From an optimization exercise on the open Yosys and OpenROAD flow, aimed at small area, a short achievable clock period and few clock cycles per item; shortcuts taken in it are not production practice. In this exercise RTL edits were held to simulation tests only and were not proved equivalent to the original.

==> flow/design.v <==
module sha256_compress (
    input  wire         clk,
    input  wire         rst,         
    input  wire         in_valid,
    output wire         in_ready,
    input  wire [255:0] in_state,
    input  wire [511:0] in_block,
    output wire         out_valid,
    input  wire         out_ready,
    output wire [255:0] out_state
);
    reg         run;                 
    reg         outv;                
    reg  [6:0]  kidx;                
    reg  [31:0] a, b, c, d, e, f, g, p;
    reg  [31:0] win [0:15];          
    reg         rnd;                 
    reg         fin;                 
    reg         rot1, rot2, rot3;    
    reg         wport_sel;           
    reg         nok;                 
    wire        en   = run | ~outv | out_ready;
    assign in_ready  = rot3;
    assign out_valid = outv;
    assign out_state = {d, a, b, c, p, e, f, g};
    wire [31:0] H0 = in_state[255:224], H1 = in_state[223:192],
                H2 = in_state[191:160], H3 = in_state[159:128],
                H4 = in_state[127:96],  H5 = in_state[95:64],
                H6 = in_state[63:32],   H7 = in_state[31:0];
    reg  [6:0]  kidx_nxt;
    reg  [31:0] k, k_nxt;
    always @(*) begin
        case (kidx_nxt)
            7'd0: k_nxt = 32'h428a2f98;
            7'd1: k_nxt = 32'h71374491;
            7'd2: k_nxt = 32'hb5c0fbcf;
            7'd3: k_nxt = 32'he9b5dba5;
            7'd4: k_nxt = 32'h3956c25b;
            7'd5: k_nxt = 32'h59f111f1;
            7'd6: k_nxt = 32'h923f82a4;
            7'd7: k_nxt = 32'hab1c5ed5;
            7'd8: k_nxt = 32'hd807aa98;
            7'd9: k_nxt = 32'h12835b01;
            7'd10: k_nxt = 32'h243185be;
            7'd11: k_nxt = 32'h550c7dc3;
            7'd12: k_nxt = 32'h72be5d74;
            7'd13: k_nxt = 32'h80deb1fe;
            7'd14: k_nxt = 32'h9bdc06a7;
            7'd15: k_nxt = 32'hc19bf174;
            7'd16: k_nxt = 32'he49b69c1;
            7'd17: k_nxt = 32'hefbe4786;
            7'd18: k_nxt = 32'h0fc19dc6;
            7'd19: k_nxt = 32'h240ca1cc;
            7'd20: k_nxt = 32'h2de92c6f;
            7'd21: k_nxt = 32'h4a7484aa;
            7'd22: k_nxt = 32'h5cb0a9dc;
            7'd23: k_nxt = 32'h76f988da;
            7'd24: k_nxt = 32'h983e5152;
            7'd25: k_nxt = 32'ha831c66d;
            7'd26: k_nxt = 32'hb00327c8;
            7'd27: k_nxt = 32'hbf597fc7;
            7'd28: k_nxt = 32'hc6e00bf3;
            7'd29: k_nxt = 32'hd5a79147;
            7'd30: k_nxt = 32'h06ca6351;
            7'd31: k_nxt = 32'h14292967;
            7'd32: k_nxt = 32'h27b70a85;
            7'd33: k_nxt = 32'h2e1b2138;
            7'd34: k_nxt = 32'h4d2c6dfc;
            7'd35: k_nxt = 32'h53380d13;
            7'd36: k_nxt = 32'h650a7354;
            7'd37: k_nxt = 32'h766a0abb;
            7'd38: k_nxt = 32'h81c2c92e;
            7'd39: k_nxt = 32'h92722c85;
            7'd40: k_nxt = 32'ha2bfe8a1;
            7'd41: k_nxt = 32'ha81a664b;
            7'd42: k_nxt = 32'hc24b8b70;
            7'd43: k_nxt = 32'hc76c51a3;
            7'd44: k_nxt = 32'hd192e819;
            7'd45: k_nxt = 32'hd6990624;
            7'd46: k_nxt = 32'hf40e3585;
            7'd47: k_nxt = 32'h106aa070;
            7'd48: k_nxt = 32'h19a4c116;
            7'd49: k_nxt = 32'h1e376c08;
            7'd50: k_nxt = 32'h2748774c;
            7'd51: k_nxt = 32'h34b0bcb5;
            7'd52: k_nxt = 32'h391c0cb3;
            7'd53: k_nxt = 32'h4ed8aa4a;
            7'd54: k_nxt = 32'h5b9cca4f;
            7'd55: k_nxt = 32'h682e6ff3;
            7'd56: k_nxt = 32'h748f82ee;
            7'd57: k_nxt = 32'h78a5636f;
            7'd58: k_nxt = 32'h84c87814;
            7'd59: k_nxt = 32'h8cc70208;
            7'd60: k_nxt = 32'h90befffa;
            7'd61: k_nxt = 32'ha4506ceb;
            7'd62: k_nxt = 32'hbef9a3f7;
            7'd63: k_nxt = 32'hc67178f2;
            default: k_nxt = 32'h00000000;
        endcase
    end
    always @(posedge clk)
        k <= k_nxt;
    reg [31:0] wport;
    always @(*) begin
        case (kidx[3:0])
            4'd0:  wport = in_block[479:448];
            4'd1:  wport = in_block[447:416];
            4'd2:  wport = in_block[415:384];
            4'd3:  wport = in_block[383:352];
            4'd4:  wport = in_block[351:320];
            4'd5:  wport = in_block[319:288];
            4'd6:  wport = in_block[287:256];
            4'd7:  wport = in_block[255:224];
            4'd8:  wport = in_block[223:192];
            4'd9:  wport = in_block[191:160];
            4'd10: wport = in_block[159:128];
            4'd11: wport = in_block[127:96];
            4'd12: wport = in_block[95:64];
            4'd13: wport = in_block[63:32];
            default: wport = in_block[31:0];
        endcase
    end
    wire [31:0] w1 = win[1], w6 = win[6], w14 = win[14], w15 = win[15];
    wire [31:0] ssig1 = {w1[16:0], w1[31:17]} ^ {w1[18:0], w1[31:19]} ^ {10'b0, w1[31:10]};
    wire [31:0] ssig0 = {w14[6:0], w14[31:7]} ^ {w14[17:0], w14[31:18]} ^ {3'b000, w14[31:3]};
    wire [31:0] wsch  = ssig1 + w6 + ssig0 + w15;
    wire [31:0] wnext = wport_sel ? wport : wsch;
    integer i;
    always @(posedge clk) begin
        win[0] <= wnext;
        win[1] <= run ? win[0] : in_block[511:480];
        for (i = 2; i < 16; i = i + 1)
            win[i] <= win[i-1];
    end
    wire [31:0] bsig1 = {e[5:0], e[31:6]} ^ {e[10:0], e[31:11]} ^ {e[24:0], e[31:25]};
    wire [31:0] bsig0 = {a[1:0], a[31:2]} ^ {a[12:0], a[31:13]} ^ {a[21:0], a[31:22]};
    wire [31:0] ch    = (e & f) ^ (~e & g);
    wire [31:0] maj   = (a & b) ^ (a & c) ^ (b & c);
    wire [31:0] xa1 = bsig0 ^ maj ^ p;
    wire [31:0] ya1 = {(bsig0[30:0] & maj[30:0]) | (bsig0[30:0] & p[30:0]) | (maj[30:0] & p[30:0]), 1'b0};
    wire [31:0] xa2 = xa1 ^ ya1 ^ bsig1;
    wire [31:0] ya2 = {(xa1[30:0] & ya1[30:0]) | (xa1[30:0] & bsig1[30:0]) | (ya1[30:0] & bsig1[30:0]), 1'b0};
    wire [31:0] xa3 = xa2 ^ ya2 ^ ch;
    wire [31:0] ya3 = {(xa2[30:0] & ya2[30:0]) | (xa2[30:0] & ch[30:0]) | (ya2[30:0] & ch[30:0]), 1'b0};
    wire [31:0] a_rnd = xa3 + ya3;
    wire [31:0] xe1 = bsig1 ^ ch ^ p;
    wire [31:0] ye1 = {(bsig1[30:0] & ch[30:0]) | (bsig1[30:0] & p[30:0]) | (ch[30:0] & p[30:0]), 1'b0};
    wire [31:0] xe2 = xe1 ^ ye1 ^ d;
    wire [31:0] ye2 = {(xe1[30:0] & ye1[30:0]) | (xe1[30:0] & d[30:0]) | (ye1[30:0] & d[30:0]), 1'b0};
    wire [31:0] e_rnd = xe2 + ye2;
    wire [31:0] pg = run ? g : H7;
    wire [31:0] ph = fin ? H7 : rot1 ? H6 : rot2 ? H5 : H4;
    wire [31:0] pw = run ? (nok ? ph : win[0]) : in_block[511:480];
    wire [31:0] p_nxt = pg + k + pw;
    wire [31:0] dc = run ? c : 32'd0;
    wire [31:0] dh = (fin | ~run) ? H3 : rot1 ? H2 : rot2 ? H1 : rot3 ? H0 : 32'd0;
    wire [31:0] d_nxt = dc + dh;
    always @(posedge clk) begin
        if (en) begin
            a <= rnd ? a_rnd : (run ? d : H0);
            e <= rnd ? e_rnd : (run ? p : H4);
            b <= run ? a : H1;
            c <= run ? b : H2;
            d <= d_nxt;
            f <= run ? e : H5;
            g <= run ? f : H6;
            p <= p_nxt;
        end
    end
    wire start = in_valid & ~run & (~outv | out_ready);
    always @(*) begin
        if (rst)
            kidx_nxt = 7'd0;
        else if (run)
            kidx_nxt = rot3 ? 7'd0 : kidx + 7'd1;
        else
            kidx_nxt = start ? 7'd1 : 7'd0;
    end
    always @(posedge clk) begin
        kidx <= kidx_nxt;
        if (rst) begin
            run  <= 1'b0;
            outv <= 1'b0;
            rnd  <= 1'b0;
            fin  <= 1'b0;
            rot1 <= 1'b0;
            rot2 <= 1'b0;
            rot3 <= 1'b0;
            wport_sel <= 1'b1;
            nok  <= 1'b0;
        end else begin
            fin  <= rnd & (kidx == 7'd63);
            rot1 <= fin;
            rot2 <= rot1;
            rot3 <= rot2;
            if (run) begin
                wport_sel <= rot3 | (kidx < 7'd14);
                nok  <= ~rot3 & (kidx >= 7'd63);
                if (fin)
                    rnd <= 1'b0;
                if (rot3) begin
                    run  <= 1'b0;
                    outv <= 1'b1;
                end
            end else begin
                if (out_ready)
                    outv <= 1'b0;
                if (start) begin
                    run  <= 1'b1;
                    rnd  <= 1'b1;
                end
            end
        end
    end
endmodule
clock: 8.0 ns
lec_check: 0
abc_area: 1
cap_margin: 20
core_margin: 2
core_utilization: 40
place_density: 0.6
setup_slack_margin: 3.5
slew_margin: 20
standard.sh (not shown) runs the stock make flow with config.mk's settings and CLKGATE_MAP_FILE= SYNTH_SCRIPT=/design/flow/synth_recipe.tcl, a recipe that flattens the netlist after the stock synthesis.
==> flow/flow/run.sh <==
#!/bin/bash
# Layout flow: the standard flow (standard synthesis unchanged), with
# the port buffers made as sky130_fd_sc_hd__buf_1 instead of the default
# delay buffer. Every ORFS step still writes its own log under orfs/logs/;
# make's own output goes to flow_make.log here.
set -euo pipefail
export BUFFER_PORTS_ARGS="-buffer_cell sky130_fd_sc_hd__buf_1"
bash standard.sh > flow_make.log 2>&1 || { tail -50 flow_make.log; exit 1; }
tail -5 flow_make.log
Testbench counts at the start, summed over its fixed seeds: cycles 34,824, blocks 512.
Edit:
--- a/flow/design.v
+++ b/flow/design.v
@@ -133,20 +133,24 @@
             win[i] <= win[i-1];
     end
-    wire [31:0] bsig1 = {e[5:0], e[31:6]} ^ {e[10:0], e[31:11]} ^ {e[24:0], e[31:25]};
+    reg  [31:0] s1r, chr;
     wire [31:0] bsig0 = {a[1:0], a[31:2]} ^ {a[12:0], a[31:13]} ^ {a[21:0], a[31:22]};
-    wire [31:0] ch    = (e & f) ^ (~e & g);
     wire [31:0] maj   = (a & b) ^ (a & c) ^ (b & c);
-    wire [31:0] xa1 = bsig0 ^ maj ^ p;
-    wire [31:0] ya1 = {(bsig0[30:0] & maj[30:0]) | (bsig0[30:0] & p[30:0]) | (maj[30:0] & p[30:0]), 1'b0};
-    wire [31:0] xa2 = xa1 ^ ya1 ^ bsig1;
-    wire [31:0] ya2 = {(xa1[30:0] & ya1[30:0]) | (xa1[30:0] & bsig1[30:0]) | (ya1[30:0] & bsig1[30:0]), 1'b0};
-    wire [31:0] xa3 = xa2 ^ ya2 ^ ch;
-    wire [31:0] ya3 = {(xa2[30:0] & ya2[30:0]) | (xa2[30:0] & ch[30:0]) | (ya2[30:0] & ch[30:0]), 1'b0};
+    wire [31:0] xt = s1r ^ chr ^ p;
+    wire [31:0] yt = {(s1r[30:0] & chr[30:0]) | (s1r[30:0] & p[30:0]) | (chr[30:0] & p[30:0]), 1'b0};
+    wire [31:0] xe = xt ^ yt ^ d;
+    wire [31:0] ye = {(xt[30:0] & yt[30:0]) | (xt[30:0] & d[30:0]) | (yt[30:0] & d[30:0]), 1'b0};
+    wire [31:0] e_rnd = xe + ye;
+    wire [31:0] xa2 = xt ^ yt ^ bsig0;
+    wire [31:0] ya2 = {(xt[30:0] & yt[30:0]) | (xt[30:0] & bsig0[30:0]) | (yt[30:0] & bsig0[30:0]), 1'b0};
+    wire [31:0] xa3 = xa2 ^ ya2 ^ maj;
+    wire [31:0] ya3 = {(xa2[30:0] & ya2[30:0]) | (xa2[30:0] & maj[30:0]) | (ya2[30:0] & maj[30:0]), 1'b0};
     wire [31:0] a_rnd = xa3 + ya3;
-    wire [31:0] xe1 = bsig1 ^ ch ^ p;
-    wire [31:0] ye1 = {(bsig1[30:0] & ch[30:0]) | (bsig1[30:0] & p[30:0]) | (ch[30:0] & p[30:0]), 1'b0};
-    wire [31:0] xe2 = xe1 ^ ye1 ^ d;
-    wire [31:0] ye2 = {(xe1[30:0] & ye1[30:0]) | (xe1[30:0] & d[30:0]) | (ye1[30:0] & d[30:0]), 1'b0};
-    wire [31:0] e_rnd = xe2 + ye2;
+    wire [31:0] e_nxt = rnd ? e_rnd : (run ? p : H4);
+    wire [31:0] f_nxt = run ? e : H5;
+    wire [31:0] g_nxt = run ? f : H6;
+    always @(posedge clk) begin
+        s1r <= {e_nxt[5:0], e_nxt[31:6]} ^ {e_nxt[10:0], e_nxt[31:11]} ^ {e_nxt[24:0], e_nxt[31:25]};
+        chr <= (e_nxt & f_nxt) ^ (~e_nxt & g_nxt);
+    end
     wire [31:0] pg = run ? g : H7;
     wire [31:0] ph = fin ? H7 : rot1 ? H6 : rot2 ? H5 : H4;
@@ -159,10 +163,10 @@
         if (en) begin
             a <= rnd ? a_rnd : (run ? d : H0);
-            e <= rnd ? e_rnd : (run ? p : H4);
+            e <= e_nxt;
             b <= run ? a : H1;
             c <= run ? b : H2;
             d <= d_nxt;
-            f <= run ? e : H5;
-            g <= run ? f : H6;
+            f <= f_nxt;
+            g <= g_nxt;
             p <= p_nxt;
         end
Final cell count falls by a few percent.
Maximum frequency climbs by a few percent.
Setup slack gains 0.15 ns.
Final area went down by a few percent.
Non-clock buffer count drops by 72.
Synthesized area goes down slightly.
Flip-flop and latch count rises by 64.
Testbench counts after the change, summed over its fixed seeds: cycles 34,824, blocks 512.

[what the ideal ports hide]
How much do the figures lean on ideal ports? The routed layouts below were timed once more, with nothing changed but the port constraints. Step 1, drivers: a clkbuf_16 drives clk and a buf_2 each remaining input, both assumed. Step 2 also shifts input and output timing later by t, the mid clock arrival at the registers, as if the neighbouring blocks saw the same clock. Three values: no drivers, after step 1, after step 2; two values: the first two.
run | shift t [ns] | setup slack, ns | pins driven straight from the clock port
the first run | 0.790 | 3.367 / 3.367 / 2.713 | 1
the second run | 0.792 | 3.518 / 3.532 / 2.777 | 1
After both steps setup and hold are still met in every run listed. The setup slack of the second run, which loses most, moves by +0.014 ns with the drivers and by -0.741 ns with both steps.
